From an optimization exercise on the open Yosys and OpenROAD flow, aimed at small area, a short achievable clock period and few clock cycles per item; shortcuts taken in it are not production practice.
RTL that was checked went through simulation tests only; none was proved equivalent to the original.

==> inputs of trial 5 <==
## cymal_xu
module cymal_xu (
    input             clk,
    input             rst,
    input             in_valid,
    output            in_ready,
    input      [31:0] in_insn,
    input      [31:0] in_a,
    input      [31:0] in_b,
    input      [31:0] in_c,
    output reg        out_valid,
    output reg  [1:0] out_cause,
    output reg        out_wr0,
    output reg        out_wr1,
    output reg [31:0] out_data0,
    output reg [31:0] out_data1
);
clock: 26.0 ns
lec_check: 0
abc_area: 1
cap_margin: 20
core_margin: 2
core_utilization: 55
place_density: 0.65
slew_margin: 20
tns_end_percent: 10
standard.sh (not shown) runs the stock make flow with config.mk's settings and CLKGATE_MAP_FILE= SYNTH_SCRIPT=/design/flow/synth_recipe.tcl, a recipe that flattens the netlist after the stock synthesis.
==> flow/flow/run.sh <==
#!/bin/bash
# Standard layout, with the timing repair steps aiming for a clock period of
# about 6.5 ns instead of stopping once the 26 ns constraint is met.
set -euo pipefail
bash standard.sh SETUP_SLACK_MARGIN=19.5 finish > standard_flow.log 2>&1
==> inputs of trial 59, as changes to trial 5 <==
--- a/flow/design.v
+++ b/flow/design.v
@@ -108,12 +108,15 @@
     reg   [6:0] s1_ys;
     reg         s1_mul, s1_div;
     reg         s1_mulh, s1_muli;    
     reg         s1_divs;             
     assign in_ready = rdy;
     wire accept = in_valid & rdy;
+    wire in_mulh = !in_insn[31] && in_insn[30:25] == 6'h00 && in_insn[5:0] == O_MULH;
+    wire [16:0] in_mbx = {(!in_insn[31] && in_insn[30:25] == 6'h0F) ? {in_insn[14], in_insn[14:0]} : in_b[15:0], 1'b0};
+    integer bj;
     wire        is_short = s1_i[31];
     wire  [5:0] op       = s1_i[30:25];
     wire  [5:0] fn       = s1_i[5:0];
     wire  [4:0] sop      = s1_i[14:10];
     reg  [1:0] d_cause;
     always @* begin
@@ -344,46 +347,46 @@
     reg         e2_v;
     reg   [1:0] e2_cause;
     reg         e2_wr0, e2_wr1;
     reg  [31:0] e2_res;      
     reg         e2_mul;      
     reg         e2_mlo;      
-    reg  [32:0] e2_ma;       
-    reg   [8:0] e2_one, e2_two, e2_neg;    
+    reg  [32:0] t_a;         
+    reg   [8:0] t_one, t_two, t_neg;       
+    reg  [32:0] t_acc;       
     reg         e2_mp;       
-    reg  [16:0] e2_p1h;      
     wire [31:0] my     = s1_muli ? {{17{imm15[14]}}, imm15} : s1_b;
     wire [32:0] ma1    = {s1_mulh & s1_a[31], s1_a};
     wire [33:0] mb1    = {{2{s1_mulh & my[31]}}, my};
     wire        mpass  = e2_mp;
-    wire [32:0] ma     = mpass ? e2_ma : ma1;
+    wire [32:0] ma     = t_a;
     function [2:0] booth(input [2:0] t);
         booth = {t[1] ^ t[0], (t[2] & ~t[1] & ~t[0]) | (~t[2] & t[1] & t[0]), t[2]};
     endfunction
-    wire [34:0] mbx0 = {18'd0, mb1[15:0], 1'b0};
+    wire [16:0] mbx0 = {mb1[15:0], 1'b0};
     reg   [8:0] d1_one, d1_two, d1_neg;      
     reg   [8:0] d2_one, d2_two, d2_neg;      
     reg  [314:0] pp;
     reg    [8:0] pneg;
     reg          b_one, b_two;
     integer j;
     always @* begin
         for (j = 0; j < 9; j = j + 1) begin
             {d1_one[j], d1_two[j], d1_neg[j]} = (j == 8) ? 3'b000 : booth(mbx0[2*j +: 3]);
             {d2_one[j], d2_two[j], d2_neg[j]} = booth(mb1[15 + 2*j +: 3]);
         end
         for (j = 0; j < 9; j = j + 1) begin
-            b_one   = mpass ? e2_one[j] : d1_one[j];
-            b_two   = mpass ? e2_two[j] : d1_two[j];
-            pneg[j] = mpass ? e2_neg[j] : d1_neg[j];
+            b_one   = t_one[j];
+            b_two   = t_two[j];
+            pneg[j] = t_neg[j];
             pp[35*j +: 35] = ({35{b_one}} & {ma[32], ma[32], ma} | {35{b_two}} & {ma[32], ma, 1'b0}) ^
                              {35{pneg[j]}};
             pp[35*j + 34]  = ~pp[35*j + 34];
         end
     end
-    wire [49:0] macc_in = mpass ? {{17{e2_p1h[16]}}, e2_p1h, e2_res[31:16]} : 50'd0;
+    wire [49:0] macc_in = {{17{t_acc[32]}}, t_acc};
     wire [49:0] mres;
     wire mt1 = pp[14] ^ pp[47];
     wire mt2 = pp[14] & pp[47];
     wire mt3 = pp[15] ^ pp[48];
     wire mt4 = pp[15] & pp[48];
     wire mt5 = pp[16] ^ pp[49] ^ pp[82];
@@ -1087,14 +1090,14 @@
     wire [33:0] r_try2 = ks33({1'b0, r_mid}, ~{1'b0, dv_d[32:1]}, 1'b1);
     wire        r_fit2 = r_try2[33];
     wire [31:0] r_next = r_fit2 ? r_try2[31:0] : r_mid;
     wire [31:0] q_next = {(dv_first ? 30'd0 : out_data0[29:0]), r_fit1, r_fit2};
     wire        dv_need = dv_negq | dv_negr;
     wire        dv_last = dv_nph || (dv_cnt == 4'd0 && !dv_need);
-    wire [33:0] q_fin  = ks33({1'b0, out_data0 ^ {32{dv_negq}}}, 33'd0, dv_negq);
-    wire [33:0] r_fin  = ks33({1'b0, out_data1 ^ {32{dv_negr}}}, 33'd0, dv_negr);
+    wire [31:0] q_fin  = dv_negq ? (32'd0 - out_data0) : out_data0;
+    wire [31:0] r_fin  = dv_negr ? (32'd0 - out_data1) : out_data1;
     wire e2_div  = e2_v && e2_wr1;
     wire s1_hold = busy && (!dv_last || s1_div) || s1_div && e2_div;
     wire e1_go   = s1_v && !s1_hold && !(s1_mul && mpass);
     wire e1_div  = e1_go && s1_div && d_ok;
     wire s1_free = !s1_v || e1_go;
     wire busy_n  = e1_div ? !dv_none : (busy && !dv_last);
@@ -1125,13 +1128,13 @@
             e2_mp     <= e1_go && s1_mul;
             busy      <= busy_n;
             out_valid <= busy ? dv_last : e2_v;
         end
     end
     always @(posedge clk) begin
-        if (accept) begin
+        if (rdy) begin
             s1_i   <= in_insn;
             s1_a   <= in_a;
             s1_b   <= in_b;
             s1_cnz <= (in_c != 32'd0);
             s1_op  <= i_op;
             s1_xa  <= i_xa;
@@ -1147,17 +1150,33 @@
     always @(posedge clk) begin
         e2_cause <= d_cause;
         e2_wr0   <= d_ok && (d_op != O_NOP);
         e2_wr1   <= e1_div;
         e2_mul   <= s1_mul;
         e2_mlo   <= (d_op == O_MUL);
-        e2_ma    <= e1_div ? {1'b0, s1_a} : ma1;     
-        e2_one   <= d2_one;
-        e2_two   <= d2_two;
-        e2_neg   <= d2_neg;
-        e2_p1h   <= mres[48:32];
+    end
+    always @(posedge clk) begin
+        if (e1_go && s1_mul) begin
+            t_a   <= ma1;
+            t_one <= d2_one;
+            t_two <= d2_two;
+            t_neg <= d2_neg;
+            t_acc <= mres[48:16];
+        end else if (s1_v && s1_mul) begin
+            t_a   <= ma1;
+            t_one <= d1_one;
+            t_two <= d1_two;
+            t_neg <= d1_neg;
+            t_acc <= 33'd0;
+        end else begin
+            t_a   <= {in_mulh & in_a[31], in_a};
+            for (bj = 0; bj < 8; bj = bj + 1)
+                {t_one[bj], t_two[bj], t_neg[bj]} <= booth(in_mbx[2*bj +: 3]);
+            {t_one[8], t_two[8], t_neg[8]} <= 3'b000;
+            t_acc <= 33'd0;
+        end
         e2_res   <= s1_mul ? mres[31:0] : e1_div ? {32{dv_yz}} : alu_r;
     end
     always @(posedge clk) begin
         if (busy) begin
             dv_cnt   <= dv_cnt - 4'd1;
             dv_d     <= {2'b0, dv_d[32:2]};
@@ -1182,10 +1201,10 @@
         end else begin
             out_cause <= e2_cause;
             out_wr0   <= e2_wr0;
             out_wr1   <= e2_wr1;
             out_data0 <= !e2_mul ? e2_res :
                          e2_mlo  ? {mres[15:0], e2_res[15:0]} : mres[47:16];
-            out_data1 <= e1_div ? x_mag : e2_ma[31:0];
+            if (e1_div) out_data1 <= dv_none ? s1_a : x_mag;
         end
     end
 endmodule
--- a/flow/config.mk
+++ b/flow/config.mk
@@ -5,10 +5,10 @@
 export SDC_FILE = /design/flow/constraint.sdc
 export NUM_CORES = 4
 export LEC_CHECK = 0
 export ABC_AREA = 1
 export CAP_MARGIN = 20
 export CORE_MARGIN = 2
-export CORE_UTILIZATION = 55
-export PLACE_DENSITY = 0.65
+export CORE_UTILIZATION = 45
+export PLACE_DENSITY = 0.6
 export SLEW_MARGIN = 20
 export TNS_END_PERCENT = 10
==> notes.md <==
In trial 5 the synthesized cell count is smaller than in trial 59, by 1.2%. Trial 5 stopped in 5_1_grt on GRT-0232. Trial 59 finished clean. Against trial 5, the synthesized area of trial 59 is larger by 2.3%.
Testbench counts of trial 5, summed over its fixed seeds: cycles 85,275, insns 80,000.
Testbench counts of trial 59, summed over its fixed seeds: cycles 85,275, insns 80,000.

==> run B <==
Another version of the RTL of cymal_xu (not shown whole).
==> flow/config.mk <==
export PLATFORM = sky130hd
export DESIGN_NAME = cymal_xu
export DESIGN_NICKNAME = cymal_xu
export VERILOG_FILES = /design/flow/design.v
export SDC_FILE = /design/flow/constraint.sdc
export NUM_CORES = 4
export LEC_CHECK = 0
export CAP_MARGIN = 40
export CORE_MARGIN = 2
export CORE_UTILIZATION = 30
export PLACE_DENSITY = 0.45
export SLEW_MARGIN = 20
==> flow/constraint.sdc <==
create_clock -name core_clock -period 26.0 [get_ports {clk}]
set_input_delay 5.2000 -clock core_clock [delete_from_list [all_inputs] [get_ports {clk}]]
set_output_delay 5.2000 -clock core_clock [all_outputs]
set_load 0.01 [all_outputs]
Scripts as last shown in full above: flow/flow/run.sh
==> run R: changes against run B <==
--- a/flow/design.v
+++ b/flow/design.v
@@ -359,110 +359,114 @@
                        {3'd0, pp[244:210], 12'd0} + {1'd0, pp[279:245], 14'd0} + {pp[313:280], 16'd0} +
                        {33'd0, pneg[8], 1'b0, pneg[7], 1'b0, pneg[6], 1'b0, pneg[5], 1'b0,
                         pneg[4], 1'b0, pneg[3], 1'b0, pneg[2], 1'b0, pneg[1], 1'b0, pneg[0]} +
                        macc_in + M_CORR;
     reg         busy;        
     reg         dv_first;
-    reg   [4:0] dv_cnt;      
-    reg  [31:0] dv_d;
+    reg   [3:0] dv_cnt;      
+    reg  [32:0] dv_d;        
     reg         dv_negq, dv_negr;
     wire        dv_sgn = (d_op == O_DIVS);
     wire        xa_neg = dv_sgn & s1_a[31];
     wire        yb_neg = dv_sgn & s1_b[31];
     wire [31:0] x_mag  = xa_neg ? (32'd0 - s1_a) : s1_a;
     wire [31:0] y_mag  = yb_neg ? (32'd0 - s1_b) : s1_b;
     wire  [5:0] clzx   = clz32(x_mag);
     wire  [5:0] clzy   = clz32(y_mag);
     wire  [6:0] dv_s   = {1'b0, clzy} - {1'b0, clzx};
     wire        dv_yz  = (s1_b == 32'd0);
     wire        dv_none = dv_yz || dv_s[6];       
-    wire [31:0] d_init = y_mag << dv_s[4:0];
-    wire [32:0] r_try  = {1'b0, out_data1} - {1'b0, dv_d};
-    wire        r_fits = ~r_try[32];
-    wire [31:0] r_next = r_fits ? r_try[31:0] : out_data1;
-    wire [31:0] q_next = {(dv_first ? 31'd0 : out_data0[30:0]), r_fits};
-    wire        dv_last = (dv_cnt == 5'd0);
+    wire  [4:0] dv_s2  = dv_s[4:0] | 5'd1;
+    wire [32:0] d_init = {1'b0, y_mag} << dv_s2;
+    wire [33:0] r_try1 = {2'b0, out_data1} - {1'b0, dv_d};
+    wire        r_fit1 = ~r_try1[33];
+    wire [31:0] r_mid  = r_fit1 ? r_try1[31:0] : out_data1;
+    wire [33:0] r_try2 = {2'b0, r_mid} - {2'b0, dv_d[32:1]};
+    wire        r_fit2 = ~r_try2[33];
+    wire [31:0] r_next = r_fit2 ? r_try2[31:0] : r_mid;
+    wire [31:0] q_next = {(dv_first ? 30'd0 : out_data0[29:0]), r_fit1, r_fit2};
+    wire        dv_last = (dv_cnt == 4'd0);
     wire e2_div  = e2_v && e2_wr1;
     wire s1_hold = busy && (!dv_last || s1_div) || s1_div && e2_div;
     wire e1_go   = s1_v && !s1_hold && !(s1_mul && mpass);
     wire e1_div  = e1_go && s1_div && d_ok;
     wire s1_free = !s1_v || e1_go;
     wire busy_n  = e1_div ? !dv_none : (busy && !dv_last);
-    wire last_n  = e1_div ? (dv_s[4:0] == 5'd0) : (dv_cnt == 5'd1);
+    wire last_n  = e1_div ? (dv_s2[4:1] == 4'd0) : (dv_cnt == 4'd1);
     wire e2mul_n = e1_go && s1_mul;
     wire e2div_n = e1_div && dv_none;
     always @(posedge clk) begin
         if (rst) begin
             rdy       <= 1'b1;
             s1_v      <= 1'b0;
             e2_v      <= 1'b0;
             busy      <= 1'b0;
             out_valid <= 1'b0;
         end else begin
-            if (accept) begin
-                s1_v   <= 1'b1;
-                s1_i   <= in_insn;
-                s1_a   <= in_a;
-                s1_b   <= in_b;
-                s1_cnz <= (in_c != 32'd0);
-                s1_op  <= i_op;
-                s1_xa  <= i_xa;
-                s1_xb  <= i_xb;
-                s1_ys  <= i_ys;
-                s1_mul <= i_mul;
-                s1_div <= i_div;
-            end else if (e1_go) begin
-                s1_v   <= 1'b0;
-            end
+            if (accept)
+                s1_v <= 1'b1;
+            else if (e1_go)
+                s1_v <= 1'b0;
             if (accept)
                 rdy <= !((busy_n && (!last_n || i_div)) || (i_mul && e2mul_n) || (i_div && e2div_n));
             else
                 rdy <= s1_free || !(busy_n && (!last_n || s1_div));
-            e2_v <= e1_go && !e1_div || e1_div && dv_none;
-            if (e1_go) begin
-                e2_cause <= d_cause;
-                e2_wr0   <= d_ok && (d_op != O_NOP);
-                e2_wr1   <= e1_div;
-                e2_mul   <= s1_mul;
-                e2_mlo   <= (d_op == O_MUL);
-                e2_ma    <= ma1;
-                e2_mb    <= mb1[33:15];
-                e2_p1h   <= mres[48:32];
-                e2_res   <= s1_mul ? mres[31:0] : e1_div ? {32{dv_yz}} : alu_r;
-            end
-            busy <= busy_n;
-            if (busy) begin
-                dv_cnt   <= dv_cnt - 5'd1;
-                dv_d     <= {1'b0, dv_d[31:1]};
-                dv_first <= 1'b0;
-            end else begin
-                dv_cnt   <= dv_s[4:0];
-                dv_d     <= d_init;
-                dv_first <= 1'b1;
-                dv_negq  <= xa_neg ^ yb_neg;
-                dv_negr  <= xa_neg;
-            end
-            out_valid <= 1'b0;
-            if (busy) begin
-                if (dv_last) begin
-                    out_valid <= 1'b1;
-                    out_cause <= C_OK;
-                    out_wr0   <= 1'b1;
-                    out_wr1   <= 1'b1;
-                    out_data0 <= dv_negq ? (32'd0 - q_next) : q_next;
-                    out_data1 <= dv_negr ? (32'd0 - r_next) : r_next;
-                end else begin
-                    out_data0 <= q_next;
-                    out_data1 <= r_next;
-                end
-            end else begin
-                out_valid <= e2_v;
-                out_cause <= e2_cause;
-                out_wr0   <= e2_wr0;
-                out_wr1   <= e2_wr1;
-                out_data0 <= !e2_mul ? e2_res :
-                             e2_mlo  ? {mres[15:0], e2_res[15:0]} : mres[47:16];
-                if (e1_div) out_data1 <= dv_none ? s1_a : x_mag;
-            end
+            e2_v      <= e1_go && !e1_div || e1_div && dv_none;
+            busy      <= busy_n;
+            out_valid <= busy ? dv_last : e2_v;
+        end
+    end
+    always @(posedge clk) begin
+        if (accept) begin
+            s1_i   <= in_insn;
+            s1_a   <= in_a;
+            s1_b   <= in_b;
+            s1_cnz <= (in_c != 32'd0);
+            s1_op  <= i_op;
+            s1_xa  <= i_xa;
+            s1_xb  <= i_xb;
+            s1_ys  <= i_ys;
+            s1_mul <= i_mul;
+            s1_div <= i_div;
+        end
+    end
+    always @(posedge clk) begin
+        e2_cause <= d_cause;
+        e2_wr0   <= d_ok && (d_op != O_NOP);
+        e2_wr1   <= e1_div;
+        e2_mul   <= s1_mul;
+        e2_mlo   <= (d_op == O_MUL);
+        e2_ma    <= e1_div ? {1'b0, s1_a} : ma1;     
+        e2_mb    <= mb1[33:15];
+        e2_p1h   <= mres[48:32];
+        e2_res   <= s1_mul ? mres[31:0] : e1_div ? {32{dv_yz}} : alu_r;
+    end
+    always @(posedge clk) begin
+        if (busy) begin
+            dv_cnt   <= dv_cnt - 4'd1;
+            dv_d     <= {2'b0, dv_d[32:2]};
+            dv_first <= 1'b0;
+        end else begin
+            dv_cnt   <= dv_s2[4:1];
+            dv_d     <= d_init;
+            dv_first <= 1'b1;
+            dv_negq  <= xa_neg ^ yb_neg;
+            dv_negr  <= xa_neg;
+        end
+    end
+    always @(posedge clk) begin
+        if (busy) begin
+            out_cause <= C_OK;
+            out_wr0   <= 1'b1;
+            out_wr1   <= 1'b1;
+            out_data0 <= (dv_last && dv_negq) ? (32'd0 - q_next) : q_next;
+            out_data1 <= (dv_last && dv_negr) ? (32'd0 - r_next) : r_next;
+        end else begin
+            out_cause <= e2_cause;
+            out_wr0   <= e2_wr0;
+            out_wr1   <= e2_wr1;
+            out_data0 <= !e2_mul ? e2_res :
+                         e2_mlo  ? {mres[15:0], e2_res[15:0]} : mres[47:16];
+            out_data1 <= e1_div ? x_mag : e2_ma[31:0];
         end
     end
 endmodule
==> notes.md <==
metric	run R	run B
Status	complete, no violations	complete, no violations
CP endpoint	out_data0[31]	out_data0[26]
Total cell area at the placement stage	60300 um^2	60700 um^2
Delay of the slowest cell on the worst path	0.57 ns	0.59 ns
Slack of the worst reg-to-reg path	17.12 ns	17.83 ns
Top fanout value on the critical path	7	32
Count of mapped cells out of synthesis	7130	6860
Diodes inserted	3	4
Highest Clock Rate	113 MHz	122 MHz
Area growth from synthesis to final layout	31.2%	33.4%
Horizontal extent of the die	430 um	431 um
Wirelength per Cell	30.6 um	30.5 um
Cell count along the critical path	39	35
Testbench counts of run R, summed over its fixed seeds: cycles 85,056, insns 80,000.
For run B, only the layout was checked, not whether the RTL still works.

[static timing again, ports no longer ideal]
How much do the figures lean on ideal ports? The routed layouts below were timed once more, with nothing changed but the port constraints.
Step 1: set_driving_cell puts a clkbuf_16 on clk and a buf_2 on each other input, an assumption about the parent block.
Step 2, shift: input delay + t, output delay - t, t = (earliest + latest rising clock arrival at the registers) / 2. This alone moves slack from input paths to output paths.
a / b / c = no drivers / after step 1 / after step 2; a / b = the first two.
| run | t, ns | setup slack, ns | worst register clock-pin slew, ns | cell pins on the clock port's net |
|---|---|---|---|---|
| trial 59 | 0.740 | 19.052 / 19.095 / 18.355 | 0.07 / 0.07 | 1 |
| run B | 0.686 | 17.829 / 17.829 / 17.829 | 0.06 / 0.06 | 1 |
| run R | 0.716 | 17.117 / 17.117 / 17.117 | 0.07 / 0.07 | 1 |
After both steps every run listed still meets setup and hold. The setup slack of trial 59, which loses most, moves by +0.043 ns with the drivers and by -0.697 ns with both steps.
